Background: an optimization exercise with open tools, aiming at small area, a short achievable clock period and few clock cycles per item. Do not read the settings as production practice. Function was checked by simulation only, so behaviour that the tests miss may differ from the original.

### design.v
module card_step (
    input  wire         clk,
    input  wire         rst,           
    input  wire         start,
    output wire         ready,
    output reg          done,
    input  wire [23:0]  active,
    input  wire [383:0] iavg,          
    input  wire [3:0]   shift,
    input  wire [7:0]   lim,
    input  wire [23:0]  clr,           
    output wire [215:0] trim,          
    output reg  [23:0]  at_lim
);
    localparam integer K  = 8;                   
    localparam integer G  = 24 / K;              
    reg st_idle, st_p1, st_d1a, st_d1b, st_p2, st_d2a, st_d2b, st_p3;
    reg [4:0] g;                       
    reg signed [8:0]  tr [0:23];
    reg signed [15:0] ir [0:K-1];      
    reg [K-1:0]       ar;              
    reg [3:0]         sh_r;
    reg [7:0]         lim_r;
    reg signed [20:0] acc;             
    reg signed [13:0] tacc;            
    reg [4:0]         n_r;
    reg [4:0]         drem;
    reg [7:0]         qhi;             
    reg signed [15:0] m_r;
    reg signed [9:0]  mean_r;
    assign ready = st_idle;
    genvar gc;
    generate
        for (gc = 0; gc < 24; gc = gc + 1) begin : g_out
            assign trim[9*gc +: 9] = tr[gc];
        end
    endgenerate
    wire in_pass = st_p1 | st_p2 | st_p3;
    wire last_g  = (g == G - 1);
    wire [4:0] sel = (in_pass && !last_g) ? g + 5'd1 : 5'd0;
    reg signed [15:0] imux [0:K-1];
    reg [K-1:0]       amux;
    integer jm, xm;
    always @(*) begin
        for (jm = 0; jm < K; jm = jm + 1) begin
            imux[jm] = 16'sd0;
            amux[jm] = 1'b0;
            for (xm = 0; xm < G; xm = xm + 1)
                if (sel == xm) begin
                    imux[jm] = $signed(iavg[16*(jm*G + xm) +: 16]);
                    amux[jm] = active[jm*G + xm];
                end
        end
    end
    reg signed [4:0]  dl   [0:K-1];    
    reg signed [8:0]  nv   [0:K-1];    
    reg [K-1:0]       lflag;           
    integer jj, kl;
    reg [18:0]        e;
    reg signed [16:0] u;
    reg [19:0]        uu;
    reg [10:0]        y3;
    reg [6:0]         y2;
    reg [4:0]         y1;
    reg [3:0]         w;
    reg signed [10:0] x;
    always @(*) begin
        for (jj = 0; jj < K; jj = jj + 1) begin
            u  = m_r - ir[jj];
            uu = {{3{u[16]}}, u};
            y3 = sh_r[3] ? uu[18:8] : uu[10:0];
            y2 = sh_r[2] ? y3[10:4] : y3[6:0];
            y1 = sh_r[1] ? y2[6:2]  : y2[4:0];
            w  = sh_r[0] ? y1[4:1]  : y1[3:0];
            e[18] = 1'b1;
            e[17] = 1'b1;
            e[16] = 1'b1;
            for (kl = 15; kl >= 0; kl = kl - 1)
                e[kl] = e[kl+1] & (u[kl] == u[16]);
            if (e[sh_r + 5'd3])
                dl[jj] = {w[3], w};
            else
                dl[jj] = u[16] ? -5'sd8 : 5'sd8;
            x = tr[jj*G] - mean_r + dl[jj];
            if (x >= $signed({3'b000, lim_r})) begin
                nv[jj]    = {1'b0, lim_r};
                lflag[jj] = 1'b1;
            end else if (x <= -$signed({3'b000, lim_r})) begin
                nv[jj]    = -$signed({1'b0, lim_r});
                lflag[jj] = 1'b1;
            end else begin
                nv[jj]    = x[8:0];
                lflag[jj] = 1'b0;
            end
        end
    end
    reg signed [18:0] isum;
    reg signed [12:0] tsum;
    reg [4:0]         lcnt;
    integer jl;
    always @(*) begin
        isum = 19'sd0;
        tsum = 13'sd0;
        lcnt = 5'd0;
        for (jl = 0; jl < K; jl = jl + 1) begin
            lcnt = lcnt + {4'd0, ar[jl]};
            isum = isum + (ar[jl] ? ir[jl] : 16'sd0);
            tsum = tsum + ((ar[jl] & st_p1) ? tr[jl*G] : (ar[jl] & st_p2) ? dl[jl] : 9'sd0);
        end
    end
    wire first = (g == 5'd0);
    wire signed [20:0] s_next = (first ? 21'sd0 : acc) + isum;
    wire [4:0]  n_next = (first ? 5'd0 : n_r) + lcnt;
    wire [4:0]  h_next = {1'b0, n_next[4:1]};
    wire [4:0]  o_next = s_next[20] ? n_next - 5'd1 - h_next : h_next;
    function automatic [6:0] rstep(input [4:0] rem, input [1:0] b, input [4:0] n1,
                                   input [5:0] n2, input [6:0] n3);
        reg [6:0] wv;
        reg [7:0] s1, s2, s3;
        begin
            wv = {rem, b};
            s1 = {1'b0, wv} - {3'b000, n1};
            s2 = {1'b0, wv} - {2'b00, n2};
            s3 = {1'b0, wv} - {1'b0, n3};
            if (!s3[7])
                rstep = {2'd3, s3[4:0]};
            else if (!s2[7])
                rstep = {2'd2, s2[4:0]};
            else if (!s1[7])
                rstep = {2'd1, s1[4:0]};
            else
                rstep = {2'd0, wv[4:0]};
        end
    endfunction
    wire [4:0] n_h  = {1'b0, n_r[4:1]};
    wire [5:0] n_2  = {n_r, 1'b0};
    wire [6:0] n_3  = {1'b0, n_2} + {2'b00, n_r};
    wire [4:0] off2 = tacc[13] ? n_r - 5'd1 - n_h : n_h;
    wire [7:0] c1 = {3'b000, n_r} - {3'b000, off2};
    wire [7:0] c2 = {2'b00, n_2} - {3'b000, off2};
    wire [7:0] c3 = {1'b0, n_3} - {3'b000, off2};
    wire [7:0] c4 = {1'b0, n_2, 1'b0} - {3'b000, off2};
    wire [4:0] rem0 = st_d2a ? {tacc[13], tacc[13:10]} + (tacc[13] ? n_r : 5'd0)
                             : acc[20:16] + (acc[20] ? n_r : 5'd0);
    reg [4:0] rr [0:4];
    reg [1:0] qd [1:4];
    reg [7:0] bits;
    reg [6:0] sv;
    reg [6:0] wl;
    reg [2:0] dlast;
    integer ks;
    always @(*) begin
        rr[0] = (st_d1b | st_d2b) ? drem : rem0;
        bits  = st_d1a ? acc[15:8] : st_d1b ? acc[7:0] :
                st_d2a ? {tacc[9:4], 2'b00} : {tacc[3:2], 6'd0};
        for (ks = 1; ks <= 4; ks = ks + 1) begin
            sv     = rstep(rr[ks-1], bits[9-2*ks -: 2], n_r, n_2, n_3);
            qd[ks] = sv[6:5];
            rr[ks] = sv[4:0];
        end
        wl    = {rr[1], tacc[1:0]};
        dlast = ({1'b0, wl} >= c4) ? 3'd4 :
                ({1'b0, wl} >= c3) ? 3'd3 :
                ({1'b0, wl} >= c2) ? 3'd2 :
                ({1'b0, wl} >= c1) ? 3'd1 : 3'd0;
    end
    wire [7:0] qup   = {qhi[5:0], qd[1]};
    wire [7:0] qup_n = qup + {7'd0, dlast[2]};
    always @(posedge clk) begin
        for (jl = 0; jl < K; jl = jl + 1) begin
            ir[jl] <= imux[jl];
            ar[jl] <= amux[jl];
        end
        if (st_idle) begin
            sh_r  <= shift;
            lim_r <= lim;
        end
        if (st_p1) begin
            acc  <= last_g ? s_next + $signed({16'd0, o_next}) : s_next;
            n_r  <= n_next;
        end
        if (st_p1 | st_p2)
            tacc <= (first & st_p1 ? 14'sd0 : tacc) + tsum;
        if (st_d1a) begin
            drem <= rr[4];
            qhi  <= {qd[1], qd[2], qd[3], qd[4]};
        end
        if (st_d2a) begin
            drem <= rr[3];
            qhi  <= {2'b00, qd[1], qd[2], qd[3]};
        end
        if (st_d1b)
            m_r <= {qhi, qd[1], qd[2], qd[3], qd[4]};
        if (st_d2b)
            mean_r <= {qup_n, dlast[1:0]};
        if (rst) begin
            st_idle <= 1'b1;
            st_p1   <= 1'b0;
            st_d1a  <= 1'b0;
            st_d1b  <= 1'b0;
            st_p2   <= 1'b0;
            st_d2a  <= 1'b0;
            st_d2b  <= 1'b0;
            st_p3   <= 1'b0;
            done    <= 1'b0;
            g       <= 5'd0;
            at_lim  <= 24'd0;
            for (ks = 0; ks < 24; ks = ks + 1)
                tr[ks] <= 9'sd0;
        end else begin
            done <= 1'b0;
            g    <= (in_pass && !last_g) ? g + 5'd1 : 5'd0;
            if (st_idle) begin
                if (start) begin
                    st_idle <= 1'b0;
                    st_p1   <= 1'b1;
                end else
                    for (ks = 0; ks < 24; ks = ks + 1)
                        if (clr[ks])
                            tr[ks] <= 9'sd0;
            end
            if (st_p1 && last_g) begin
                st_p1  <= 1'b0;
                st_d1a <= 1'b1;
            end
            if (st_d1a) begin
                st_d1a <= 1'b0;
                if (n_r < 5'd2) begin
                    at_lim  <= 24'd0;
                    done    <= 1'b1;
                    st_idle <= 1'b1;
                end else
                    st_d1b <= 1'b1;
            end
            if (st_d1b) begin
                st_d1b <= 1'b0;
                st_p2  <= 1'b1;
            end
            if (st_p2 && last_g) begin
                st_p2  <= 1'b0;
                st_d2a <= 1'b1;
            end
            if (st_d2a) begin
                st_d2a <= 1'b0;
                st_d2b <= 1'b1;
            end
            if (st_d2b) begin
                st_d2b <= 1'b0;
                st_p3  <= 1'b1;
            end
            if (in_pass) begin
                for (ks = 0; ks < 24; ks = ks + 1)
                    if (ks % G != G - 1)
                        tr[ks] <= tr[ks + 1];
                for (jl = 0; jl < K; jl = jl + 1)
                    tr[jl*G + G - 1] <= (st_p3 && ar[jl]) ? nv[jl] : tr[jl*G];
            end
            if (st_p3) begin
                for (jl = 0; jl < K; jl = jl + 1) begin
                    for (ks = 0; ks < G - 1; ks = ks + 1)
                        at_lim[jl*G + ks] <= at_lim[jl*G + ks + 1];
                    at_lim[jl*G + G - 1] <= ar[jl] & lflag[jl];
                end
                if (last_g) begin
                    st_p3   <= 1'b0;
                    st_idle <= 1'b1;
                    done    <= 1'b1;
                end
            end
        end
    end
endmodule
### run.sh
#!/bin/bash
# synth_recipe.tcl (not shown) runs the flow's synth.tcl, then flattens the netlist and writes it again
# the make line also repeats each setting of config.mk as NAME=value (left out here)
make -C /OpenROAD-flow-scripts/flow DESIGN_CONFIG=/design/flow/config.mk WORK_HOME=/design/flow/orfs CLKGATE_MAP_FILE= SYNTH_SCRIPT=/design/flow/synth_recipe.tcl finish
### config.mk
export PLATFORM = sky130hd
export DESIGN_NAME = card_step
export DESIGN_NICKNAME = card_step
export VERILOG_FILES = /design/flow/design.v
export SDC_FILE = /design/flow/constraint.sdc
export NUM_CORES = 4
export LEC_CHECK = 0
export ABC_AREA = 1
export CAP_MARGIN = 20
export CORE_MARGIN = 2
export CORE_UTILIZATION = 55
export SLEW_MARGIN = 20
### constraint.sdc
create_clock -name core_clock -period 40.0 [get_ports {clk}]
set_input_delay 8.0000 -clock core_clock [delete_from_list [all_inputs] [get_ports {clk}]]
set_output_delay 8.0000 -clock core_clock [all_outputs]
set_load 0.01 [all_outputs]
==> results.py, run 1 <==
metrics = {
    "clock_network": {
        "cts_root_buf": "clkbuf_16",
        "clock_sinks": 481,
        "postCtsHoldBufs": 0,
        "clk_pin_slew_ns": 0.07,
        "cts_resized": 0,
        "clock_latency_ns": 0.69,
        "postCtsSetupBuffers": 0,
        "numCtsBuffers": 54,
        "cts.path.max_buffers": 3,
        "h-tree-depth": 2,
        "cts_tree": "built",
    },
    "global_route": {
        "grt_usage": 0.400,
        "antenna_found_initial": 6,
        "grt_pass1_wl_mm": 290,
        "first_global_vias": 48641,
        "gr-total-overflow": 0,
        "grt_max_degree": 117,
    },
    "timing": {
        "rsz0062_at_grt": "no",
        "worst_pin_slew_ns": 1.15,
        "drv_slew": 0,
        "setup_violations": 0,
        "fin_crit_ns": 10.24,
        "fin_setup_tns_ns": 0,
        "slew_headroom": 0.231,
        "max_freq_mhz": 97.7,
        "skew_ns": 0.0512,
        "post-route-period-util": 0.256,
        "finalHoldViolations": 0,
    },
    "synthesis": {
        "synth_adder_area_share": 0.253,
        "synth_xor_area_frac": 0.0526,
        "syn_inst": 7161,
        "yosys.area_share.simple": 0.234,
        "synth_flop_cell": "dfxtp_1",
        "ys_seq_elements": 481,
        "synth.distinct_cells": 67,
        "yosys_warnings": 8,
        "synth_top_family_by_area": "adder cells",
        "synth_nets": 8459,
        "muxShareOfSynthArea": 0,
        "synth_compound_area_frac": 0.162,
        "post_synth.cell_area_avg_um2": 7.10,
        "syn-cell-area_um2": 50800,
        "synth_edf_count": 89,
        "yosysSeqAreaShare": 0.207,
        "ys_async_sr_fraction": 0,
    },
    "setup_path": {
        "end_kind": "register",
        "max_stage_delay_ns": 0.77,
        "cp.arrival_ns": 10.66,
        "ff2ff_path_depth": 52,
        "crit_path_top_delay_cell": "edfxtp_1",
        "cpMostUsedCell": "nand2_1",
        "path_max_fanout": 17,
        "path_class": "reg -> reg",
        "cp-start-kind": "register",
        "required_ns": 40.43,
    },
    "min_path": {
        "min_path_cells": 0,
        "min_path_type": "reg -> reg",
    },
    "die": {
        "core-area_um2": 91700,
        "dieArea_um2": 94800,
        "start_util": 0.554,
        "pin_count": 689,
        "fp-row-count": 111,
        "die_w_um": 308,
        "die_y_um": 308,
    },
    "job": {
        "timing.max_cap.violations": 0,
    },
    "routing": {
        "wl_per_cell_um": 21.6,
        "first_iter_violations": 5665,
        "avgViaCountPerCell": 5.82,
        "firstDrtPassIters": 6,
        "vias": 52246,
        "drc": 0,
        "antenna_left": 0,
        "routed_wl_mm": 194,
    },
    "final_layout": {
        "final_common_cell": "nand2_1",
        "layout_common_cells": "1897 x nand2_1, 964 x inv_1, 687 x clkdlybuf4s50_1",
        "nNetsFinal": 9036,
        "fillers": 8388,
        "drive_gt1_frac": 0.0328,
        "area.growth.synth_to_final_pct": 19.6,
    },
    "placement": {
        "gp_congestion": 1.02,
        "numPortBuffers": 688,
        "dpl.hpwl_mm": 155,
    },
    "status": {
        "status": "no timing/DRC/antenna violations",
    },
}
-- worst paths after layout --
| kind | start | endpoint | slack, ns |
|---|---|---|---|
| max | n_r[0] | drem[0] | 29.76 |
| min | qhi[6] | m_r[14] | 0.45 |
| max reg2reg | n_r[0] | drem[0] | 29.76 |
| min reg2reg | qhi[6] | m_r[14] | 0.45 |
-- flip-flops by register name (all words and copies together), names as in the netlist, 4 cells and up --
signal	flops
acc	21
mean_r	10
g	5
ar	8
drem	5
m_r	16
lim_r	8
at_lim	24
qhi	8
tr	216
n_r	5
ir	128
sh_r	4
tacc	14
-- layer usage --
metal / GRT usage / up-vias / share of wire
li1: - / 24729 / -
met1: 0.517 / 24230 / 0.40
met2: 0.635 / 2734 / 0.44
met3: 0.0631 / 549 / 0.094
met4: 0.233 / 4 / 0.069
met5: 0 / - / 0.00011
-- Yosys cell counts, drive strengths merged, types with 12 or more instances --
master / instances / area (um2)
or2: 24 / 150
fa: 297 / 5950
nor2: 289 / 1130
nand2: 1916 / 7250
o221ai: 12 / 105
o211ai: 126 / 946
nand4: 29 / 181
o21a: 26 / 195
edfxtp: 89 / 2670
dfxtp: 392 / 7850
a211oi: 14 / 105
xor2: 210 / 1840
o22ai: 19 / 119
nand3: 521 / 2700
a31oi: 44 / 275
clkinv: 19 / 73.8
o31ai: 13 / 97.6
nor4: 13 / 81.3
o21bai: 44 / 334
buf: 37 / 180
nand3b: 13 / 97.6
nor3: 46 / 230
inv: 972 / 3660
xnor2: 95 / 832
a21boi: 13 / 97.6
a21oi: 650 / 3280
clkbuf: 195 / 732
o21ai: 403 / 2020
a21o: 21 / 158
a221oi: 14 / 123
ha: 554 / 6930
-- logic make-up after synthesis --
kind of cell	after synthesis
adders and majority gates	851
AOI/OAI and AO/OA	1441
buffers and inverters	1223
DFF	481
xor gates and xnor gates	305
and+or+nand+nor	2860
-- critical path, delay by kind of cell, from the launching register on --
kind                       cells  cell delay (ns)
adders and majority gates      6             2.12
and+or+nand+nor               28             2.86
AOI/OAI and AO/OA             12             3.47
DFF                            1             0.77
buffers and inverters          6             0.76
-- layout make-up --
class | instances | area [um2] | area share
Inverter | 991 | 3730 | 0.0615
Sequential cell | 481 | 10500 | 0.173
Antenna cell | 4 | 10.0 | 0.000165
Multi-Input combinational cell | 5457 | 35700 | 0.588
Clock inverter | 27 | 338 | 0.00556
Tap cell | 1186 | 1480 | 0.0244
Timing Repair Buffer | 753 | 7380 | 0.121
Clock buffer | 73 | 1600 | 0.0263
-- per-stage QoR --
stage	cells	instance area, um2	worst slack (ns)	hold WS, ns	util
floorplan	7161	50800	30.92	0.409	-
global placement	8868	58800	29.62	0.425	0.642
detailed placement	8868	58800	29.59	0.420	0.642
CTS	8968	60800	29.93	0.451	0.663
global route	8970	60800	28.95	0.471	0.663
finish	8972	60800	29.76	0.451	0.663
Testbench counts, summed over its fixed seeds: cycles 33,537, items 2,400.
==> run 2: changes to the inputs <==
--- a/design.v
+++ b/design.v
@@ -14,7 +14,7 @@
 );
     localparam integer K  = 8;                   
     localparam integer G  = 24 / K;              
-    reg st_idle, st_p1, st_d1a, st_d1b, st_p2, st_d2a, st_d2b, st_p3;
+    reg st_idle, st_p1, st_d1a, st_d1b, st_p2, st_d2, st_p3;
     reg [4:0] g;                       
     reg signed [8:0]  tr [0:23];
     reg signed [15:0] ir [0:K-1];      
@@ -23,6 +23,9 @@
     reg [7:0]         lim_r;
     reg signed [20:0] acc;             
     reg signed [13:0] tacc;            
+    reg signed [8:0]  dacc;            
+    reg [9:0]         k0;              
+    reg [9:0]         q0m9;            
     reg [4:0]         n_r;
     reg [4:0]         drem;
     reg [7:0]         qhi;             
@@ -94,18 +97,21 @@
             end
         end
     end
-    reg signed [18:0] isum;
+    reg signed [20:0] isum;
     reg signed [12:0] tsum;
+    reg signed [8:0]  dsum;
     reg [4:0]         lcnt;
     integer jl;
     always @(*) begin
-        isum = 19'sd0;
+        isum = 21'sd0;
         tsum = 13'sd0;
+        dsum = 9'sd0;
         lcnt = 5'd0;
         for (jl = 0; jl < K; jl = jl + 1) begin
             lcnt = lcnt + {4'd0, ar[jl]};
             isum = isum + (ar[jl] ? ir[jl] : 16'sd0);
-            tsum = tsum + ((ar[jl] & st_p1) ? tr[jl*G] : (ar[jl] & st_p2) ? dl[jl] : 9'sd0);
+            tsum = tsum + (ar[jl] ? tr[jl*G] : 9'sd0);
+            dsum = dsum + (ar[jl] ? dl[jl] : 5'sd0);
         end
     end
     wire first = (g == 5'd0);
@@ -135,37 +141,30 @@
     wire [4:0] n_h  = {1'b0, n_r[4:1]};
     wire [5:0] n_2  = {n_r, 1'b0};
     wire [6:0] n_3  = {1'b0, n_2} + {2'b00, n_r};
-    wire [4:0] off2 = tacc[13] ? n_r - 5'd1 - n_h : n_h;
-    wire [7:0] c1 = {3'b000, n_r} - {3'b000, off2};
-    wire [7:0] c2 = {2'b00, n_2} - {3'b000, off2};
-    wire [7:0] c3 = {1'b0, n_3} - {3'b000, off2};
-    wire [7:0] c4 = {1'b0, n_2, 1'b0} - {3'b000, off2};
-    wire [4:0] rem0 = st_d2a ? {tacc[13], tacc[13:10]} + (tacc[13] ? n_r : 5'd0)
-                             : acc[20:16] + (acc[20] ? n_r : 5'd0);
+    wire [4:0] rem0 = st_p2 ? {tacc[13], tacc[13:10]} + (tacc[13] ? n_r : 5'd0)
+                            : acc[20:16] + (acc[20] ? n_r : 5'd0);
+    wire [9:0] v    = k0 + {{1{dacc[8]}}, dacc};
+    wire signed [13:0] tfull = tacc + dacc;
+    wire       ecor = tfull[13] & ~n_r[0];
+    wire p2c0 = st_p2 & (g == 5'd0);
     reg [4:0] rr [0:4];
     reg [1:0] qd [1:4];
     reg [7:0] bits;
     reg [6:0] sv;
-    reg [6:0] wl;
-    reg [2:0] dlast;
     integer ks;
     always @(*) begin
-        rr[0] = (st_d1b | st_d2b) ? drem : rem0;
+        rr[0] = (st_d1b | (st_p2 & ~p2c0)) ? drem : st_d2 ? {2'b00, v[8:6]} : rem0;
         bits  = st_d1a ? acc[15:8] : st_d1b ? acc[7:0] :
-                st_d2a ? {tacc[9:4], 2'b00} : {tacc[3:2], 6'd0};
+                st_d2 ? {v[5:0], 2'b00} : p2c0 ? {tacc[9:4], 2'b00} : {tacc[3:0], 4'd0};
         for (ks = 1; ks <= 4; ks = ks + 1) begin
             sv     = rstep(rr[ks-1], bits[9-2*ks -: 2], n_r, n_2, n_3);
             qd[ks] = sv[6:5];
             rr[ks] = sv[4:0];
         end
-        wl    = {rr[1], tacc[1:0]};
-        dlast = ({1'b0, wl} >= c4) ? 3'd4 :
-                ({1'b0, wl} >= c3) ? 3'd3 :
-                ({1'b0, wl} >= c2) ? 3'd2 :
-                ({1'b0, wl} >= c1) ? 3'd1 : 3'd0;
-    end
-    wire [7:0] qup   = {qhi[5:0], qd[1]};
-    wire [7:0] qup_n = qup + {7'd0, dlast[2]};
+    end
+    wire [9:0] q0     = {qhi[5:0], qd[1], qd[2]};
+    wire       mdec   = ecor & (rr[3] == 5'd0);
+    wire [9:0] mean_n = q0m9 + {4'd0, qd[1], qd[2], qd[3]} + {9'd0, ~mdec};
     always @(posedge clk) begin
         for (jl = 0; jl < K; jl = jl + 1) begin
             ir[jl] <= imux[jl];
@@ -179,28 +178,33 @@
             acc  <= last_g ? s_next + $signed({16'd0, o_next}) : s_next;
             n_r  <= n_next;
         end
-        if (st_p1 | st_p2)
-            tacc <= (first & st_p1 ? 14'sd0 : tacc) + tsum;
+        if (st_p1)
+            tacc <= (first ? 14'sd0 : tacc) + tsum;
+        if (st_p2)
+            dacc <= (first ? 9'sd0 : dacc) + dsum;
         if (st_d1a) begin
             drem <= rr[4];
             qhi  <= {qd[1], qd[2], qd[3], qd[4]};
         end
-        if (st_d2a) begin
+        if (p2c0) begin
             drem <= rr[3];
             qhi  <= {2'b00, qd[1], qd[2], qd[3]};
         end
+        if (st_p2 & (g == 5'd1)) begin
+            k0   <= {5'd0, rr[2]} + {5'd0, n_h} + {2'b00, n_r, 3'b000};
+            q0m9 <= q0 - 10'd9;
+        end
         if (st_d1b)
             m_r <= {qhi, qd[1], qd[2], qd[3], qd[4]};
-        if (st_d2b)
-            mean_r <= {qup_n, dlast[1:0]};
+        if (st_d2)
+            mean_r <= mean_n;
         if (rst) begin
             st_idle <= 1'b1;
             st_p1   <= 1'b0;
             st_d1a  <= 1'b0;
             st_d1b  <= 1'b0;
             st_p2   <= 1'b0;
-            st_d2a  <= 1'b0;
-            st_d2b  <= 1'b0;
+            st_d2   <= 1'b0;
             st_p3   <= 1'b0;
             done    <= 1'b0;
             g       <= 5'd0;
@@ -237,16 +241,12 @@
                 st_p2  <= 1'b1;
             end
             if (st_p2 && last_g) begin
-                st_p2  <= 1'b0;
-                st_d2a <= 1'b1;
-            end
-            if (st_d2a) begin
-                st_d2a <= 1'b0;
-                st_d2b <= 1'b1;
-            end
-            if (st_d2b) begin
-                st_d2b <= 1'b0;
-                st_p3  <= 1'b1;
+                st_p2 <= 1'b0;
+                st_d2 <= 1'b1;
+            end
+            if (st_d2) begin
+                st_d2 <= 1'b0;
+                st_p3 <= 1'b1;
             end
             if (in_pass) begin
                 for (ks = 0; ks < 24; ks = ks + 1)
==> flow/run.sh (new file) <==
#!/bin/bash
# Layout: the standard flow (standard.sh, unchanged synthesis, floorplan,
# power grid, placement, CTS and routing), except that every input and output
# port is buffered with sky130_fd_sc_hd__buf_1 instead of the default port
# buffer cell. make's full output goes to standard_flow.log; each ORFS step
# keeps its own log under orfs/logs/.
set -euo pipefail
bash standard.sh "BUFFER_PORTS_ARGS=-buffer_cell sky130_fd_sc_hd__buf_1" finish > standard_flow.log 2>&1
==> standard.sh (new file) <==
#!/bin/bash
# synth_recipe.tcl (not shown) runs the flow's synth.tcl, then flattens the netlist and writes it again
# the make line also repeats each setting of config.mk as NAME=value (left out here)
make -C /OpenROAD-flow-scripts/flow DESIGN_CONFIG=/design/flow/config.mk WORK_HOME=/design/flow/orfs CLKGATE_MAP_FILE= SYNTH_SCRIPT=/design/flow/synth_recipe.tcl "${@:-finish}"
removed: run.sh
==> run 2 against run 1 <==
Against the previous run:
- non-clock buffer count grew 1
- fmax grew 1.5%
- hold slack gained 0.013 ns
==> results.py, run 2 <==
metrics = {
    "job": {
        "timing.max_cap.violations": 0,
    },
    "synthesis": {
        "ys_seq_elements": 508,
        "synth_nets": 8694,
        "post_synth.cell_area_avg_um2": 7.26,
        "ys_top_cells_by_count": "1958 x nand2_1, 1011 x inv_1, 645 x a21oi_1",
        "synth.distinct_cells": 66,
        "synth_edf_count": 117,
        "yosysMostFrequentCell": "nand2_1",
        "yosysTopAreaCellShare": 0.147,
        "synthTopCellsByArea": "dfxtp_1 15%, nand2_1 14%, fa_1 14%",
        "yosysSeqAreaShare": 0.213,
        "syn_inst": 7345,
        "synth_flop_cell": "dfxtp_1",
        "ys_async_sr_fraction": 0,
        "syn-cell-area_um2": 53300,
        "synth_top_cell_by_area": "dfxtp_1",
        "yosys_warnings": 8,
    },
    "setup_path": {
        "end_kind": "register",
        "r2r_slack_ns": 29.92,
        "cpMostUsedCell": "nand2_1",
        "max_stage_delay_ns": 0.50,
        "r2r-start": "g[0]",
        "crit_path_top_delay_cell": "buf_4",
        "required_ns": 40.44,
        "ff2ff_path_depth": 57,
        "r2r-end": "mean_r[9]",
        "path_max_fanout": 50,
        "path_class": "reg -> reg",
        "setup.worst_path.start": "g[0]",
        "cp-start-kind": "register",
        "cp.arrival_ns": 10.52,
        "cp-endpoint": "mean_r[9]",
    },
    "final_layout": {
        "area.growth.synth_to_final_pct": 10.6,
        "seq_area_um2": 11300,
        "largestRegisters": "tr x216, ir x128, at_lim x24",
        "largest_reg_flops": 216,
        "fillers": 9142,
        "nNetsFinal": 9273,
        "drive_gt1_frac": 0.0399,
        "layout_common_cells": "1958 x nand2_1, 1008 x inv_1, 687 x buf_1",
        "largest_register": "tr",
        "final_common_cell": "nand2_1",
        "multi_input_area_um2": 37100,
    },
    "global_route": {
        "gr-total-overflow": 0,
        "grt_usage": 0.384,
        "first_global_vias": 48656,
        "grt_pass1_wl_mm": 291,
        "grt_max_degree": 96,
        "antenna_found_initial": 2,
    },
    "routing": {
        "avgViaCountPerCell": 5.71,
        "drc": 0,
        "routed_wl_mm": 195,
        "first_iter_violations": 5555,
        "vias": 52826,
        "wl_per_cell_um": 21.0,
        "firstDrtPassIters": 6,
        "antenna_left": 0,
    },
    "clock_network": {
        "h-tree-depth": 2,
        "numCtsBuffers": 56,
        "cts_root_buf": "clkbuf_16",
        "clk_pin_slew_ns": 0.07,
        "postCtsSetupBuffers": 0,
        "clock_latency_ns": 0.70,
        "cts_tree": "built",
        "clock_sinks": 508,
        "cts_resized": 0,
        "postCtsHoldBufs": 0,
        "cts.path.max_buffers": 3,
    },
    "timing": {
        "fin_crit_ns": 10.08,
        "rsz0062_at_grt": "no",
        "skew_ns": 0.0587,
        "finalHoldViolations": 0,
        "max_freq_mhz": 99.2,
        "whs_ns": 0.463,
        "slew_headroom": 0.322,
        "drv_slew": 0,
        "worst_pin_slew_ns": 1.02,
        "setup_violations": 0,
        "post-route-period-util": 0.252,
        "fin_setup_tns_ns": 0,
    },
    "die": {
        "core-area_um2": 96400,
        "pin_count": 689,
        "fp-row-count": 114,
        "dieArea_um2": 99400,
        "start_util": 0.553,
        "die_w_um": 315,
        "die_y_um": 315,
    },
    "placement": {
        "numPortBuffers": 688,
        "gp_congestion": 0.992,
        "dpl.hpwl_mm": 157,
    },
    "status": {
        "status": "no timing/DRC/antenna violations",
    },
    "min_path": {
        "min_path_type": "reg -> reg",
    },
}
-- run 2: worst min path at each step --
stage               endpoint  cells past startpoint  startpoint
global placement     m_r[15]                      0      qhi[7]
global route         m_r[15]                      0      qhi[7]
CTS                  m_r[14]                      0      qhi[6]
finish               m_r[14]                      0      qhi[6]
detailed placement   m_r[15]                      0      qhi[7]
floorplan            m_r[14]                      0      qhi[6]
-- run 2: metrics by stage --
| stage | cell area [um2] | worst slack [ns] | cells | util |
|---|---|---|---|---|
| floorplan | 53300 | 30.92 | 7345 | - |
| global placement | 57100 | 29.38 | 9141 | 0.592 |
| detailed placement | 57100 | 29.37 | 9141 | 0.592 |
| CTS | 59000 | 29.95 | 9244 | 0.612 |
| global route | 59000 | 29.05 | 9246 | 0.612 |
| finish | 59000 | 29.92 | 9246 | 0.612 |
-- run 2: logic make-up after synthesis --
kind of cell             Yosys count  share of synthesized area
buffers and inverters           1285                     0.0911
XOR/XNOR                         298                     0.0490
AO/OA/AOI/OAI                   1396                      0.152
AND/OR/NAND/NOR                 2955                      0.233
adder cells (fa/ha/maj)          902                      0.262
multiplexers                       1                   0.000211
flip-flops                       508                      0.213
-- run 2: routing by layer --
metal	track usage	share of wire
met1	0.503	0.40
met2	0.621	0.45
met3	0.0532	0.082
met4	0.198	0.059
met5	0	0.000041
-- run 2: critical path, delay by kind of cell (launching register included) --
kind	cells	cell delay (ns)
fa+ha+maj	6	1.95
xor+xnor	1	0.06
buf+inv	7	1.36
flops	1	0.40
simple gates	29	3.37
compound gates	14	2.66
-- run 2: cell type report --
type                       instances  area share
timing repair buffer             754      0.0523
clock inverter                    28     0.00467
tap                             1276      0.0271
antenna                            1   0.0000424
sequential                       508       0.192
clock buffer                      75      0.0267
inverter                        1052      0.0674
multi-input combinational       5552       0.630
Testbench counts of run 2, summed over its fixed seeds: cycles 31,144, items 2,400.
==> run 3: changes to the inputs <==
--- a/design.v
+++ b/design.v
@@ -23,12 +23,14 @@
     reg [7:0]         lim_r;
     reg signed [20:0] acc;             
     reg signed [13:0] tacc;            
-    reg signed [8:0]  dacc;            
-    reg [9:0]         k0;              
+    reg [3:0]         t0lo;            
+    reg [9:0]         vacc;            
     reg [9:0]         q0m9;            
     reg [4:0]         n_r;
-    reg [4:0]         drem;
+    reg [4:0]         drema, dremb;    
     reg [7:0]         qhi;             
+    reg [5:0]         qhit;            
+    reg               u_x1, u_x2, u_t1, u_t2, u_v;
     reg signed [15:0] m_r;
     reg signed [9:0]  mean_r;
     assign ready = st_idle;
@@ -40,7 +42,9 @@
     endgenerate
     wire in_pass = st_p1 | st_p2 | st_p3;
     wire last_g  = (g == G - 1);
-    wire [4:0] sel = (in_pass && !last_g) ? g + 5'd1 : 5'd0;
+    wire [4:0] sel = ((st_p1 | st_p2) && !last_g) ? g + 5'd1 :
+                     st_d2 ? 5'd1 :
+                     (st_p3 && (g + 5'd2 < G)) ? g + 5'd2 : 5'd0;
     reg signed [15:0] imux [0:K-1];
     reg [K-1:0]       amux;
     integer jm, xm;
@@ -58,6 +62,10 @@
     reg signed [4:0]  dl   [0:K-1];    
     reg signed [8:0]  nv   [0:K-1];    
     reg [K-1:0]       lflag;           
+    reg signed [4:0]  dreg [0:K-1];    
+    wire [11:0]       limn = ~{4'd0, lim_r};              
+    wire [11:0]       limm = {4'd0, lim_r} - 12'd1;       
+    reg [K-1:0]       areg;            
     integer jj, kl;
     reg [18:0]        e;
     reg signed [16:0] u;
@@ -66,7 +74,9 @@
     reg [6:0]         y2;
     reg [4:0]         y1;
     reg [3:0]         w;
-    reg signed [10:0] x;
+    reg [10:0]        ya, yb, xa, xb, y, x;
+    reg               cy, cx, ch, cl;
+    integer           kb;
     always @(*) begin
         for (jj = 0; jj < K; jj = jj + 1) begin
             u  = m_r - ir[jj];
@@ -84,11 +94,29 @@
                 dl[jj] = {w[3], w};
             else
                 dl[jj] = u[16] ? -5'sd8 : 5'sd8;
-            x = tr[jj*G] - mean_r + dl[jj];
-            if (x >= $signed({3'b000, lim_r})) begin
+            ya = {{2{tr[jj*G][8]}}, tr[jj*G]};
+            yb = {{6{dreg[jj][4]}}, dreg[jj]};
+            cy = 1'b0;
+            for (kb = 0; kb < 11; kb = kb + 1) begin
+                y[kb] = ya[kb] ^ yb[kb] ^ cy;
+                cy    = (ya[kb] & yb[kb]) | (cy & (ya[kb] ^ yb[kb]));
+            end
+            xb = ~{mean_r[9], mean_r};
+            cx = 1'b1;
+            for (kb = 0; kb < 11; kb = kb + 1) begin
+                x[kb] = y[kb] ^ xb[kb] ^ cx;
+                cx    = (y[kb] & xb[kb]) | (cx & (y[kb] ^ xb[kb]));
+            end
+            ch = 1'b1;
+            cl = 1'b0;
+            for (kb = 0; kb < 11; kb = kb + 1) begin
+                ch = (x[kb] & limn[kb]) | (ch & (x[kb] | limn[kb]));
+                cl = (x[kb] & limm[kb]) | (cl & (x[kb] | limm[kb]));
+            end
+            if (!(x[10] ^ limn[11] ^ ch)) begin
                 nv[jj]    = {1'b0, lim_r};
                 lflag[jj] = 1'b1;
-            end else if (x <= -$signed({3'b000, lim_r})) begin
+            end else if (x[10] ^ limm[11] ^ cl) begin
                 nv[jj]    = -$signed({1'b0, lim_r});
                 lflag[jj] = 1'b1;
             end else begin
@@ -141,28 +169,28 @@
     wire [4:0] n_h  = {1'b0, n_r[4:1]};
     wire [5:0] n_2  = {n_r, 1'b0};
     wire [6:0] n_3  = {1'b0, n_2} + {2'b00, n_r};
-    wire [4:0] rem0 = st_p2 ? {tacc[13], tacc[13:10]} + (tacc[13] ? n_r : 5'd0)
-                            : acc[20:16] + (acc[20] ? n_r : 5'd0);
-    wire [9:0] v    = k0 + {{1{dacc[8]}}, dacc};
-    wire signed [13:0] tfull = tacc + dacc;
-    wire       ecor = tfull[13] & ~n_r[0];
-    wire p2c0 = st_p2 & (g == 5'd0);
+    wire [4:0] rem0x = acc[20:16] + (acc[20] ? n_r : 5'd0);
+    wire [4:0] rem0t = {tacc[13], tacc[13:10]} + (tacc[13] ? n_r : 5'd0);
+    wire [9:0] v    = vacc;
+    wire       ecor = tacc[13] & ~n_r[0];
     reg [4:0] rr [0:4];
     reg [1:0] qd [1:4];
     reg [7:0] bits;
     reg [6:0] sv;
     integer ks;
     always @(*) begin
-        rr[0] = (st_d1b | (st_p2 & ~p2c0)) ? drem : st_d2 ? {2'b00, v[8:6]} : rem0;
-        bits  = st_d1a ? acc[15:8] : st_d1b ? acc[7:0] :
-                st_d2 ? {v[5:0], 2'b00} : p2c0 ? {tacc[9:4], 2'b00} : {tacc[3:0], 4'd0};
+        rr[0] = ({5{u_x1}} & rem0x) | ({5{u_x2}} & drema) | ({5{u_t1}} & rem0t) |
+                ({5{u_t2}} & dremb) | ({5{u_v}} & {2'b00, v[8:6]});
+        bits  = ({8{u_x1}} & acc[15:8]) | ({8{u_x2}} & acc[7:0]) |
+                ({8{u_t1}} & {tacc[9:4], 2'b00}) | ({8{u_t2}} & {t0lo, 4'd0}) |
+                ({8{u_v}} & {v[5:0], 2'b00});
         for (ks = 1; ks <= 4; ks = ks + 1) begin
             sv     = rstep(rr[ks-1], bits[9-2*ks -: 2], n_r, n_2, n_3);
             qd[ks] = sv[6:5];
             rr[ks] = sv[4:0];
         end
     end
-    wire [9:0] q0     = {qhi[5:0], qd[1], qd[2]};
+    wire [9:0] q0     = {qhit, qd[1], qd[2]};
     wire       mdec   = ecor & (rr[3] == 5'd0);
     wire [9:0] mean_n = q0m9 + {4'd0, qd[1], qd[2], qd[3]} + {9'd0, ~mdec};
     always @(posedge clk) begin
@@ -180,24 +208,36 @@
         end
         if (st_p1)
             tacc <= (first ? 14'sd0 : tacc) + tsum;
-        if (st_p2)
-            dacc <= (first ? 9'sd0 : dacc) + dsum;
-        if (st_d1a) begin
-            drem <= rr[4];
-            qhi  <= {qd[1], qd[2], qd[3], qd[4]};
-        end
-        if (p2c0) begin
-            drem <= rr[3];
-            qhi  <= {2'b00, qd[1], qd[2], qd[3]};
-        end
-        if (st_p2 & (g == 5'd1)) begin
-            k0   <= {5'd0, rr[2]} + {5'd0, n_h} + {2'b00, n_r, 3'b000};
+        if (st_p2) begin
+            tacc <= tacc + dsum;
+            vacc <= (first ? {2'b00, n_r, 3'b000} + {5'd0, n_h} : vacc)
+                    + {{1{dsum[8]}}, dsum} + (u_t2 ? {5'd0, rr[2]} : 10'd0);
+        end
+        if (u_t1)
+            t0lo <= tacc[3:0];
+        for (jl = 0; jl < K; jl = jl + 1) begin
+            dreg[jl] <= dl[jl];
+            areg[jl] <= ar[jl];
+        end
+        if (u_x1) begin
+            drema <= rr[4];
+            qhi   <= {qd[1], qd[2], qd[3], qd[4]};
+        end
+        if (u_t1) begin
+            dremb <= rr[3];
+            qhit  <= {qd[1], qd[2], qd[3]};
+        end
+        if (u_t2)
             q0m9 <= q0 - 10'd9;
-        end
-        if (st_d1b)
+        if (u_x2)
             m_r <= {qhi, qd[1], qd[2], qd[3], qd[4]};
-        if (st_d2)
+        if (u_v)
             mean_r <= mean_n;
+        u_x1 <= ~rst & st_p1 & last_g;
+        u_x2 <= ~rst & u_x1;
+        u_t1 <= ~rst & st_d1b;
+        u_t2 <= ~rst & u_t1;
+        u_v  <= ~rst & st_p2 & last_g;
         if (rst) begin
             st_idle <= 1'b1;
             st_p1   <= 1'b0;
@@ -253,13 +293,13 @@
                     if (ks % G != G - 1)
                         tr[ks] <= tr[ks + 1];
                 for (jl = 0; jl < K; jl = jl + 1)
-                    tr[jl*G + G - 1] <= (st_p3 && ar[jl]) ? nv[jl] : tr[jl*G];
+                    tr[jl*G + G - 1] <= (st_p3 && areg[jl]) ? nv[jl] : tr[jl*G];
             end
             if (st_p3) begin
                 for (jl = 0; jl < K; jl = jl + 1) begin
                     for (ks = 0; ks < G - 1; ks = ks + 1)
                         at_lim[jl*G + ks] <= at_lim[jl*G + ks + 1];
-                    at_lim[jl*G + G - 1] <= ar[jl] & lflag[jl];
+                    at_lim[jl*G + G - 1] <= areg[jl] & lflag[jl];
                 end
                 if (last_g) begin
                     st_p3   <= 1'b0;
==> flow/run.sh (replaced) <==
#!/bin/bash
# Layout: the standard flow (standard.sh: unchanged synthesis, floorplan,
# power grid, placement, CTS and routing, at the design's clock and SDC) with
# two changes to how the layout is made:
#  - every input and output port is buffered with sky130_fd_sc_hd__buf_1
#    instead of the default port buffer cell;
#  - ORFS's repair_timing steps aim for 30.4 ns of setup slack (a 9.6 ns
#    critical path) instead of 0 ns, so they size up and buffer the few paths
#    longer than that. The clock network is left as CTS builds it.
# make's full output goes to standard_flow.log; each ORFS step keeps its own
# log under orfs/logs/.
set -euo pipefail
bash standard.sh "BUFFER_PORTS_ARGS=-buffer_cell sky130_fd_sc_hd__buf_1" \
    SETUP_SLACK_MARGIN=30.4 finish > standard_flow.log 2>&1
==> run 3 against run 2 <==
Against the previous run:
- count of clock-buffer cells in the layout increased by 21
- first-iteration DRC count is 1.1% higher
- fmax rose by 5.7%
- global-route usage increased by 1.2 points
- non-clock buffer count increased by 48
- critical endpoint is now trim[0]
- still clean
- die area is 1.1% lower
- synthesized area fell by 1.1%
- hold slack got worse by 0.024 ns
- critical path type is now reg -> out
==> results.py, run 3 <==
metrics = {
    "status": {
        "status": "no timing/DRC/antenna violations",
    },
    "synthesis": {
        "synth.distinct_cells": 69,
        "yosys.area_share.simple": 0.212,
        "yosys_warnings": 9,
        "synthTopCellsByArea": "dfxtp_1 17%, fa_1 16%, nand2_1 11%",
        "synth_flop_cell": "dfxtp_1",
        "syn-cell-area_um2": 52700,
        "synth_nets": 8324,
        "synth_edf_count": 125,
        "yosysSeqAreaShare": 0.239,
        "syn_inst": 7109,
        "muxShareOfSynthArea": 0.000190,
        "yosysMostFrequentCell": "nand2_1",
        "synth_top_cell_by_area": "dfxtp_1",
        "synth_compound_area_frac": 0.156,
        "yosysTopAreaCellShare": 0.168,
        "synth_adder_area_share": 0.243,
        "ys_seq_elements": 567,
        "post_synth.cell_area_avg_um2": 7.41,
        "ys_async_sr_fraction": 0,
        "synth_xor_area_frac": 0.0381,
        "ys_top_cells_by_count": "1554 x nand2_1, 1238 x inv_1, 643 x nand3_1",
        "synth_top_family_by_area": "adder cells",
    },
    "clock_network": {
        "h-tree-depth": 3,
        "clock_latency_ns": 0.69,
        "cts_tree": "built",
        "cts_root_buf": "clkbuf_16",
        "clock_sinks": 567,
        "cts.path.max_buffers": 3,
        "numCtsBuffers": 67,
        "clk_pin_slew_ns": 0.06,
    },
    "timing": {
        "finalHoldViolations": 0,
        "setup_violations": 0,
        "skew_ns": 0.0384,
        "worst_pin_slew_ns": 1.17,
        "slew_headroom": 0.219,
        "fin_setup_tns_ns": 0,
        "rsz0062_at_grt": "yes",
        "drv_slew": 0,
        "fin_crit_ns": 9.54,
        "max_freq_mhz": 105,
        "post-route-period-util": 0.238,
    },
    "setup_path": {
        "crit_path_top_delay_cell": "dfxtp_1",
        "required_ns": 32.00,
        "cp.arrival_ns": 1.54,
        "end_kind": "primary output",
        "r2r_slack_ns": 30.92,
        "max_stage_delay_ns": 0.66,
        "path_cells": "buf_1",
        "path_class": "reg -> out",
        "path_max_fanout": 4,
        "cp-start-kind": "register",
        "ff2ff_path_depth": 48,
        "r2r-start": "acc[20]",
        "r2r-end": "mean_r[8]",
        "crit_family": "flip-flops",
        "cp.depth": 1,
        "crit_buf_inv": 1,
    },
    "die": {
        "start_util": 0.555,
        "die_y_um": 314,
        "fp-row-count": 113,
        "dieArea_um2": 98300,
        "core-area_um2": 95000,
        "die_w_um": 314,
        "pin_count": 689,
    },
    "final_layout": {
        "area.growth.synth_to_final_pct": 12.5,
        "drive_gt1_frac": 0.0452,
        "largestRegisters": "tr x216, ir x128, dreg x40",
        "final_common_cell": "nand2_1",
        "nNetsFinal": 8910,
        "largest_register": "tr",
        "layout_common_cells": "1551 x nand2_1, 1229 x inv_1, 687 x buf_1",
        "largest_reg_flops": 216,
    },
    "global_route": {
        "gr-total-overflow": 0,
        "grt_pass1_wl_mm": 297,
        "grt_usage": 0.397,
        "grt_max_degree": 103,
        "first_global_vias": 49210,
        "antenna_found_initial": 3,
    },
    "routing": {
        "wl_per_cell_um": 22.0,
        "avgViaCountPerCell": 5.77,
        "first_iter_violations": 5614,
        "vias": 52066,
        "routed_wl_mm": 198,
        "drc": 0,
        "antenna_left": 0,
        "firstDrtPassIters": 6,
    },
    "min_path": {
        "hp-start": "qhi[1]",
        "min_path_type": "reg -> reg",
        "min_path_cells": 0,
        "hold_end": "m_r[9]",
    },
    "placement": {
        "gp_congestion": 1.01,
        "numPortBuffers": 688,
        "dpl.hpwl_mm": 156,
    },
    "job": {
        "timing.max_cap.violations": 0,
    },
}
## run 3: cell count changes after synthesis, sizes merged, moves of 23 or more
cell / change
o22ai: +74
nand2: -416
nand4: -25
ha: -200
buf: +31
clkbuf: +23
xor2: -47
inv: +210
o21ai: +79
a21oi: -252
nand3: +157
fa: +66
o32ai: +96
dfxtp: +51
## run 3: per-stage QoR
step / area (um2) / hold slack (ns) / worst slack, ns / utilization / cells
floorplan: 52700 / 0.329 / 30.84 / - / 7109
global placement: 56300 / 0.411 / 29.80 / 0.592 / 8839
detailed placement: 56300 / 0.413 / 29.76 / 0.592 / 8839
CTS: 58700 / 0.434 / 30.43 / 0.618 / 8968
global route: 59300 / 0.448 / 30.31 / 0.624 / 9016
finish: 59300 / 0.440 / 30.46 / 0.624 / 9017
## run 3: per-layer routing
metal  track usage  part of all wire  wire length, um
met1         0.514              0.39            77700
met2         0.632              0.45            89200
met3        0.0596             0.090            17900
met4         0.234             0.068            13500
met5             0                 0                0
## run 3: cell type report
cell class	count	area [um2]
Antenna cell	2	5.00
Clock buffer	96	1990
Clock inverter	28	403
Fill cell	8967	35700
Inverter	1259	4760
Multi-Input combinational cell	4998	34500
Sequential cell	567	12600
Tap cell	1265	1580
Timing Repair Buffer	802	3520
## run 3: kinds of logic after synthesis
kind of cell,after synthesis
buffers and inverters,1546
xor gates and xnor gates,229
muxes,1
AOI/OAI and AO/OA,1355
and+or+nand+nor,2643
DFF,567
adders and majority gates,768
## run 3: worst max-delay path by stage
stage	startpoint	to	slack, ns
finish	tr[0][0]	trim[0]	30.46
global route	m_r[0]	tacc[13]	30.31
CTS	rst	tr[5][2]	30.43
detailed placement	rst	tr[2][6]	29.76
global placement	rst	tr[7][2]	29.80
floorplan	start	tr[8][1]	30.84
## run 3: what timing repair did
item                       in CTS  in global routing
setup endpoints to repair      22                159
pin swaps                       1                  4
resized for setup               6                 45
hold buffers                    0                  0
setup buffers                   5                 45
gates cloned                    0                  2
Testbench counts of run 3, summed over its fixed seeds: cycles 31,144, items 2,400.
==> run 4: changes to the inputs <==
--- a/design.v
+++ b/design.v
@@ -12,7 +12,7 @@
     output wire [215:0] trim,          
     output reg  [23:0]  at_lim
 );
-    localparam integer K  = 8;                   
+    localparam integer K  = 12;                  
     localparam integer G  = 24 / K;              
     reg st_idle, st_p1, st_d1a, st_d1b, st_p2, st_d2, st_p3;
     reg [4:0] g;                       
==> run 4 against run 3 <==
Against the previous run:
- final cell count is 26% higher
- still clean
- critical endpoint is now u_x2
- largest cell class unchanged
- highest routed layer is now met5
- cell area is 28% higher
- synthesized cell count up 28%
- global-route usage grew 2.3 points
- fmax decreased by 0.88%
- register-to-register slack lost 0.30 ns
- utilization down 0.28 points
- clock skew grew 0.011 ns
- hold slack lost 0.015 ns
- critical path depth up 3
- first-iteration DRC count is 42% higher
==> results.py, run 4 <==
metrics = {
    "synthesis": {
        "yosysTopAreaCellShare": 0.186,
        "synth_nets": 10640,
        "yosysMostFrequentCell": "nand2_1",
        "yosysSeqAreaShare": 0.214,
        "synth_flop_cell": "dfxtp_1",
        "synth_top_cell_by_area": "fa_1",
        "synth.distinct_cells": 69,
        "syn_inst": 9134,
        "ys_top_cells_by_count": "1974 x nand2_1, 1671 x inv_1, 819 x nand3_1",
        "syn-cell-area_um2": 67600,
        "ys_async_sr_fraction": 0,
        "yosys_warnings": 9,
        "synth_edf_count": 125,
        "post_synth.cell_area_avg_um2": 7.40,
        "ys_seq_elements": 659,
        "synthTopCellsByArea": "fa_1 19%, dfxtp_1 16%, nand2_1 11%",
    },
    "final_layout": {
        "fillers": 11235,
        "largest_reg_flops": 216,
        "final_util": 0.621,
        "final_common_cell": "nand2_1",
        "drive_gt1_frac": 0.0558,
        "largest_register": "tr",
        "layout_common_cells": "1953 x nand2_1, 1656 x inv_1, 817 x nand3_1",
        "area.growth.synth_to_final_pct": 12.0,
        "largestRegisters": "tr x216, ir x192, dreg x60",
        "stdcell_count": 11393,
        "nNetsFinal": 11211,
    },
    "die": {
        "die_w_um": 355,
        "fp-row-count": 128,
        "die_y_um": 355,
        "start_util": 0.555,
        "dieArea_um2": 126000,
        "pin_count": 689,
        "core-area_um2": 122000,
    },
    "routing": {
        "top_layer": "met5",
        "wl_met2_mm": 120,
        "firstDrtPassIters": 8,
        "drc": 0,
        "first_iter_violations": 7992,
        "avgViaCountPerCell": 5.90,
        "routed_wl_mm": 272,
        "vias": 67228,
        "wl_met3_mm": 27.8,
        "antenna_left": 0,
        "wl_met1_mm": 103,
        "wl_per_cell_um": 23.9,
    },
    "global_route": {
        "grt_max_degree": 242,
        "gr-total-overflow": 0,
        "first_global_vias": 62720,
        "grt_pass1_wl_mm": 394,
        "antenna_found_initial": 8,
        "grt_usage": 0.420,
    },
    "clock_network": {
        "numCtsBuffers": 76,
        "postCtsHoldBufs": 0,
        "h-tree-depth": 3,
        "clock_sinks": 659,
        "cts_tree": "built",
        "clk_pin_slew_ns": 0.07,
        "cts.path.max_buffers": 3,
        "clock_latency_ns": 0.71,
        "cts_root_buf": "clkbuf_16",
    },
    "setup_path": {
        "end_kind": "register",
        "cp-start-kind": "input pin",
        "cp.arrival_ns": 10.10,
        "path_max_fanout": 64,
        "required_ns": 40.48,
        "path_class": "in -> reg",
    },
    "job": {
        "timing.max_cap.violations": 0,
    },
    "timing": {
        "slew_headroom": 0.113,
        "drv_slew": 0,
        "max_freq_mhz": 104,
        "fin_crit_ns": 9.62,
        "skew_ns": 0.0494,
        "worst_pin_slew_ns": 1.32,
        "finalHoldViolations": 0,
        "setup_violations": 0,
        "rsz0062_at_grt": "yes",
        "post-route-period-util": 0.241,
        "fin_setup_tns_ns": 0,
    },
    "min_path": {
        "min_path_type": "reg -> reg",
    },
    "status": {
        "status": "no timing/DRC/antenna violations",
    },
    "placement": {
        "numPortBuffers": 688,
        "dpl.hpwl_mm": 213,
        "gp_congestion": 1.02,
        "dp.cells": 11186,
    },
}
run 4: cell count changes after synthesis, moves of 61 or more:
cell      before   now
inv_1       1238  1671
nand2_1     1554  1974
fa_1         426   628
nand3_1      643   819
a21oi_1      401   530
dfxtp_1      442   534
ha_1         342   431
o211ai_1      84   159
clkbuf_1     226   287
run 4: final timing paths:
kind | start | end | slack [ns] | depth (start not counted)
worst min-delay path | qhi[7] | m_r[15] | 0.42 | 0
worst max register to register | m_r[0] | tacc[13] | 30.62 | 56
worst min register to register | qhi[7] | m_r[15] | 0.42 | 0
worst max-delay path | rst | u_x2 | 30.38 | 4
run 4: layout make-up:
cell class | count | area, um2 | share of cell area
flip-flops and latches | 659 | 14500 | 0.191
clock inverters | 32 | 458 | 0.00605
multi-input cells | 6402 | 46000 | 0.607
diodes | 2 | 5.00 | 0.0000661
repair buffers | 861 | 4100 | 0.0542
well taps | 1625 | 2030 | 0.0268
inverters | 1705 | 6440 | 0.0850
clock buffers | 107 | 2260 | 0.0299
run 4: cells by family after synthesis:
| kind of cell | Yosys count | synth area share |
|---|---|---|
| AND/OR/NAND/NOR | 3325 | 0.209 |
| buffers and inverters | 2073 | 0.116 |
| AO/OA/AOI/OAI | 1706 | 0.155 |
| adder cells (fa/ha/maj) | 1062 | 0.266 |
| flip-flops | 659 | 0.214 |
| XOR/XNOR | 303 | 0.0394 |
| multiplexers | 6 | 0.000907 |
run 4: timing repair:
item,in CTS,in global routing
setup endpoints to repair,23,36
pin swaps,7,45
setup buffers,17,46
gates resized for setup,33,174
cloned,0,1
endpoints found under the hold margin,0,0
run 4: critical path: stages:
cell and delay, ns:
clkbuf_4 0.25, buf_4 0.67, buf_4 0.80, nor2_1 0.30
run 4: metrics by stage:
stage	setup WS (ns)	hold WS [ns]	instance area (um2)
global placement	29.56	0.410	71700
global route	30.15	0.421	75700
finish	30.38	0.425	75700
floorplan	30.68	0.329	67600
CTS	30.32	0.426	74700
detailed placement	29.44	0.407	71700
run 4: layer usage:
metal | GRT usage | up-vias
li1 | - | 30788
met1 | 0.541 | 31748
met2 | 0.650 | 3829
met3 | 0.0776 | 855
met4 | 0.271 | 8
met5 | 0 | -
Testbench counts of run 4, summed over its fixed seeds: cycles 23,958, items 2,400.
==> run 5: changes to the inputs <==
--- a/design.v
+++ b/design.v
@@ -12,7 +12,7 @@
     output wire [215:0] trim,          
     output reg  [23:0]  at_lim
 );
-    localparam integer K  = 12;                  
+    localparam integer K  = 8;                   
     localparam integer G  = 24 / K;              
     reg st_idle, st_p1, st_d1a, st_d1b, st_p2, st_d2, st_p3;
     reg [4:0] g;                       
@@ -248,9 +248,6 @@
             st_p3   <= 1'b0;
             done    <= 1'b0;
             g       <= 5'd0;
-            at_lim  <= 24'd0;
-            for (ks = 0; ks < 24; ks = ks + 1)
-                tr[ks] <= 9'sd0;
         end else begin
             done <= 1'b0;
             g    <= (in_pass && !last_g) ? g + 5'd1 : 5'd0;
@@ -258,10 +255,7 @@
                 if (start) begin
                     st_idle <= 1'b0;
                     st_p1   <= 1'b1;
-                end else
-                    for (ks = 0; ks < 24; ks = ks + 1)
-                        if (clr[ks])
-                            tr[ks] <= 9'sd0;
+                end
             end
             if (st_p1 && last_g) begin
                 st_p1  <= 1'b0;
@@ -270,7 +264,6 @@
             if (st_d1a) begin
                 st_d1a <= 1'b0;
                 if (n_r < 5'd2) begin
-                    at_lim  <= 24'd0;
                     done    <= 1'b1;
                     st_idle <= 1'b1;
                 end else
@@ -288,25 +281,33 @@
                 st_d2 <= 1'b0;
                 st_p3 <= 1'b1;
             end
-            if (in_pass) begin
-                for (ks = 0; ks < 24; ks = ks + 1)
-                    if (ks % G != G - 1)
-                        tr[ks] <= tr[ks + 1];
-                for (jl = 0; jl < K; jl = jl + 1)
-                    tr[jl*G + G - 1] <= (st_p3 && areg[jl]) ? nv[jl] : tr[jl*G];
-            end
-            if (st_p3) begin
-                for (jl = 0; jl < K; jl = jl + 1) begin
-                    for (ks = 0; ks < G - 1; ks = ks + 1)
-                        at_lim[jl*G + ks] <= at_lim[jl*G + ks + 1];
-                    at_lim[jl*G + G - 1] <= areg[jl] & lflag[jl];
-                end
-                if (last_g) begin
-                    st_p3   <= 1'b0;
-                    st_idle <= 1'b1;
-                    done    <= 1'b1;
-                end
+            if (st_p3 && last_g) begin
+                st_p3   <= 1'b0;
+                st_idle <= 1'b1;
+                done    <= 1'b1;
             end
         end
     end
+    wire [23:0] kill    = {24{rst}} | ({24{st_idle & ~start}} & clr);
+    wire        al_kill = rst | (st_d1a & (n_r < 5'd2));
+    integer kt;
+    always @(posedge clk) begin
+        for (kt = 0; kt < 24; kt = kt + 1)
+            if (kill[kt])
+                tr[kt] <= 9'sd0;
+            else if (in_pass) begin
+                if (kt % G != G - 1)
+                    tr[kt] <= tr[kt + 1];
+                else
+                    tr[kt] <= (st_p3 && areg[kt / G]) ? nv[kt / G] : tr[kt - (G - 1)];
+            end
+        if (al_kill)
+            at_lim <= 24'd0;
+        else if (st_p3)
+            for (kt = 0; kt < 24; kt = kt + 1)
+                if (kt % G != G - 1)
+                    at_lim[kt] <= at_lim[kt + 1];
+                else
+                    at_lim[kt] <= areg[kt / G] & lflag[kt / G];
+    end
 endmodule
==> flow/run.sh (replaced) <==
#!/bin/bash
# Layout: the standard flow (standard.sh: unchanged synthesis, floorplan,
# power grid, placement, CTS and routing, at the design's clock and SDC) with
# two changes to how the layout is made:
#  - every input and output port is buffered with sky130_fd_sc_hd__buf_1
#    instead of the default port buffer cell;
#  - ORFS's repair_timing steps aim for 30.6 ns of setup slack (a 9.4 ns
#    critical path) instead of 0 ns, so they size up and buffer the few paths
#    longer than that. The clock network is left as CTS builds it.
# make's full output goes to standard_flow.log; each ORFS step keeps its own
# log under orfs/logs/.
set -euo pipefail
bash standard.sh "BUFFER_PORTS_ARGS=-buffer_cell sky130_fd_sc_hd__buf_1" \
    SETUP_SLACK_MARGIN=30.6 finish > standard_flow.log 2>&1
==> run 5 against run 4 <==
Against the previous run:
- routed wire length shrank 28%
- setup slack improved by 0.25 ns
- non-clock buffer count decreased by 56
- synthesized area down 22%
- hold slack about the same
- clock skew fell by 0.020 ns
- fmax up 2.7%
- global-route usage decreased by 2.9 points
- count of clock-buffer cells in the layout fell by 13
- critical endpoint is now trim[88]
- largest cell class unchanged
- highest routed layer is now met4
==> results.py, run 5 <==
metrics = {
    "final_layout": {
        "drive_gt1_frac": 0.0526,
        "largestRegisters": "tr x216, ir x128, dreg x40",
        "seq_area_um2": 12600,
        "area.growth.synth_to_final_pct": 12.7,
        "fillers": 8838,
        "largest_register": "tr",
        "layout_common_cells": "1693 x nand2_1, 1177 x inv_1, 681 x buf_1",
        "nNetsFinal": 9048,
        "multi_input_area_um2": 35100,
        "final_common_cell": "nand2_1",
        "final_util": 0.627,
        "largest_reg_flops": 216,
    },
    "setup_path": {
        "end_kind": "primary output",
        "ff2ff_path_depth": 51,
        "r2r-end": "tacc[12]",
        "required_ns": 32.00,
        "r2r-start": "m_r[0]",
        "setup.worst_path.start": "tr[9][7]",
        "path_max_fanout": 3,
        "r2r_slack_ns": 31.06,
        "cp-start-kind": "register",
        "crit_family": "flip-flops",
        "cp.depth": 1,
        "cp-endpoint": "trim[88]",
        "crit_path_top_delay_cell": "dfxtp_1",
        "path_class": "reg -> out",
        "cp.arrival_ns": 1.37,
        "crit_buf_inv": 1,
        "path_cells": "buf_1",
        "max_stage_delay_ns": 0.50,
    },
    "synthesis": {
        "post_synth.cell_area_avg_um2": 7.31,
        "yosysTopAreaCellShare": 0.167,
        "ys_async_sr_fraction": 0,
        "ys_top_cells_by_count": "1702 x nand2_1, 1183 x inv_1, 642 x nand3_1",
        "yosys_warnings": 9,
        "synth_flop_cell": "dfxtp_1",
        "synth_top_cell_by_area": "dfxtp_1",
        "yosysSeqAreaShare": 0.238,
        "synth_edf_count": 125,
        "syn-cell-area_um2": 52900,
        "syn_inst": 7240,
        "synth.distinct_cells": 70,
        "synthTopCellsByArea": "dfxtp_1 17%, fa_1 16%, nand2_1 12%",
        "ys_seq_elements": 567,
        "yosysMostFrequentCell": "nand2_1",
        "synth_nets": 8456,
    },
    "timing": {
        "fin_crit_ns": 9.37,
        "max_freq_mhz": 107,
        "finalHoldViolations": 0,
        "slew_headroom": 0.223,
        "drv_slew": 0,
        "fin_setup_tns_ns": 0,
        "setup_violations": 0,
        "layout_setup_ws_ns": 30.63,
        "worst_pin_slew_ns": 1.17,
        "post-route-period-util": 0.234,
        "skew_ns": 0.0297,
        "whs_ns": 0.425,
        "rsz0062_at_grt": "yes",
    },
    "clock_network": {
        "cts.path.max_buffers": 3,
        "h-tree-depth": 3,
        "clock_sinks": 567,
        "postCtsHoldBufs": 0,
        "cts_tree": "built",
        "clock_latency_ns": 0.68,
        "clk_pin_slew_ns": 0.06,
        "numCtsBuffers": 67,
        "cts_root_buf": "clkbuf_16",
    },
    "die": {
        "fp-row-count": 113,
        "core-area_um2": 95200,
        "die_w_um": 314,
        "dieArea_um2": 98800,
        "start_util": 0.556,
        "die_y_um": 314,
        "pin_count": 689,
    },
    "placement": {
        "numPortBuffers": 688,
        "place_ws_ns": 29.85,
        "dpl.hpwl_mm": 154,
        "gp_congestion": 0.991,
    },
    "routing": {
        "firstDrtPassIters": 7,
        "wl_per_cell_um": 21.4,
        "antenna_left": 0,
        "vias": 52055,
        "avgViaCountPerCell": 5.69,
        "routed_wl_mm": 196,
        "first_iter_violations": 5597,
        "drc": 0,
    },
    "global_route": {
        "grt-busiest-layer": "met2",
        "grt_util_met3": 0.0621,
        "grt_max_degree": 186,
        "antenna_found_initial": 2,
        "gr-total-overflow": 0,
        "met1_usage": 0.511,
        "first_global_vias": 48813,
        "grt_usage": 0.391,
        "use_met2": 0.621,
        "grt_pass1_wl_mm": 294,
    },
    "min_path": {
        "min_path_cells": 0,
        "min_path_type": "reg -> reg",
    },
    "job": {
        "timing.max_cap.violations": 0,
    },
    "status": {
        "status": "no timing/DRC/antenna violations",
    },
}
[run 5: cell types whose count changed after synthesis, moves of 35 or more]
cell | before | now
a32o_1 | 55 | 0
a21oi_1 | 530 | 470
xor2_1 | 222 | 179
o32ai_1 | 105 | 1
ha_1 | 431 | 343
a211oi_1 | 34 | 69
inv_1 | 1671 | 1183
fa_1 | 628 | 426
clkbuf_1 | 287 | 224
dfxtp_1 | 534 | 442
nand2_1 | 1974 | 1702
nand3_1 | 819 | 642
o211ai_1 | 159 | 119
[run 5: logic make-up after synthesis]
kind of cell / after synthesis / synth area share
flops: 567 / 0.238
mux: 9 / 0.00173
fa+ha+maj: 769 / 0.242
buf+inv: 1491 / 0.107
xor+xnor: 241 / 0.0399
simple gates: 2811 / 0.223
compound gates: 1352 / 0.148
[run 5: metal layers]
layer	vias to the layer above	routed length, um	part of all wire
met5	-	0	0
met4	0	13100	0.067
met3	529	16800	0.086
met2	2668	87800	0.45
met1	24254	78200	0.40
li1	24604	-	-
[run 5: worst min path at each step]
stage | from | to | slack [ns]
finish | qhi[7] | m_r[15] | 0.42
global route | qhi[2] | m_r[10] | 0.44
CTS | qhi[7] | m_r[15] | 0.42
detailed placement | qhi[5] | m_r[13] | 0.41
global placement | qhi[7] | m_r[15] | 0.41
floorplan | ar[2] | areg[2] | 0.33
[run 5: area by class of cell]
class / count / share of cell area
sequential: 567 / 0.211
tap: 1265 / 0.0265
clock inverter: 29 / 0.00566
timing repair buffer: 805 / 0.0592
antenna: 1 / 0.0000419
clock buffer: 94 / 0.0331
multi-input combinational: 5182 / 0.588
inverter: 1209 / 0.0765
[run 5: through the flow]
stage / std cells / area (um2)
floorplan: 7240 / 52900
global placement: 8976 / 56600
detailed placement: 8976 / 56600
CTS: 9115 / 59100
global route: 9152 / 59700
finish: 9152 / 59700
[run 5: what timing repair did]
action,in CTS,in global routing
endpoints found under the setup margin,42,33
setup buffers,16,36
hold endpoints to repair,0,0
gates resized for setup,33,86
pin swaps,4,17
Testbench counts of run 5, summed over its fixed seeds: cycles 31,144, items 2,400.

what the ideal ports hide:
The results above use ideal ports. As a check the final layouts listed here were re-extracted and re-timed, cells and wires unchanged. Step 1 sets driving cells, clkbuf_16 on the clock port and buf_2 on the other inputs (assumed; they add their load-dependent delay and slew). Step 2 moves the port delays by t, midway between the first and last clock arrival at a register: inputs arrive t later, outputs are due t later. That takes back most of the time a late clock gives input paths. a / b / c = ideal ports / drivers / drivers and shift; a / b = the first two.
run | shift t [ns] | setup slack, ns | worst hold slack (ns) | worst setup path at the end | pins driven straight from the clock port
run 1 | 0.742 | 29.764 / 29.764 / 29.471 | 0.451 / 0.451 / 0.451 | input to register | 1
run 2 | 0.751 | 29.916 / 29.916 / 29.245 | 0.463 / 0.463 / 0.463 | input to register | 1
run 3 | 0.755 | 30.463 / 30.382 / 29.848 | 0.440 / 0.440 / 0.440 | input to register | 1
run 4 | 0.773 | 30.378 / 30.367 / 29.666 | 0.425 / 0.425 / 0.425 | input to register | 1
run 5 | 0.742 | 30.629 / 30.548 / 30.285 | 0.425 / 0.425 / 0.425 | input to register | 1
After both steps setup and hold are still met in every run listed. For run 4, which loses most, drivers alone change the setup slack by -0.011 ns; drivers and shift together by -0.712 ns.
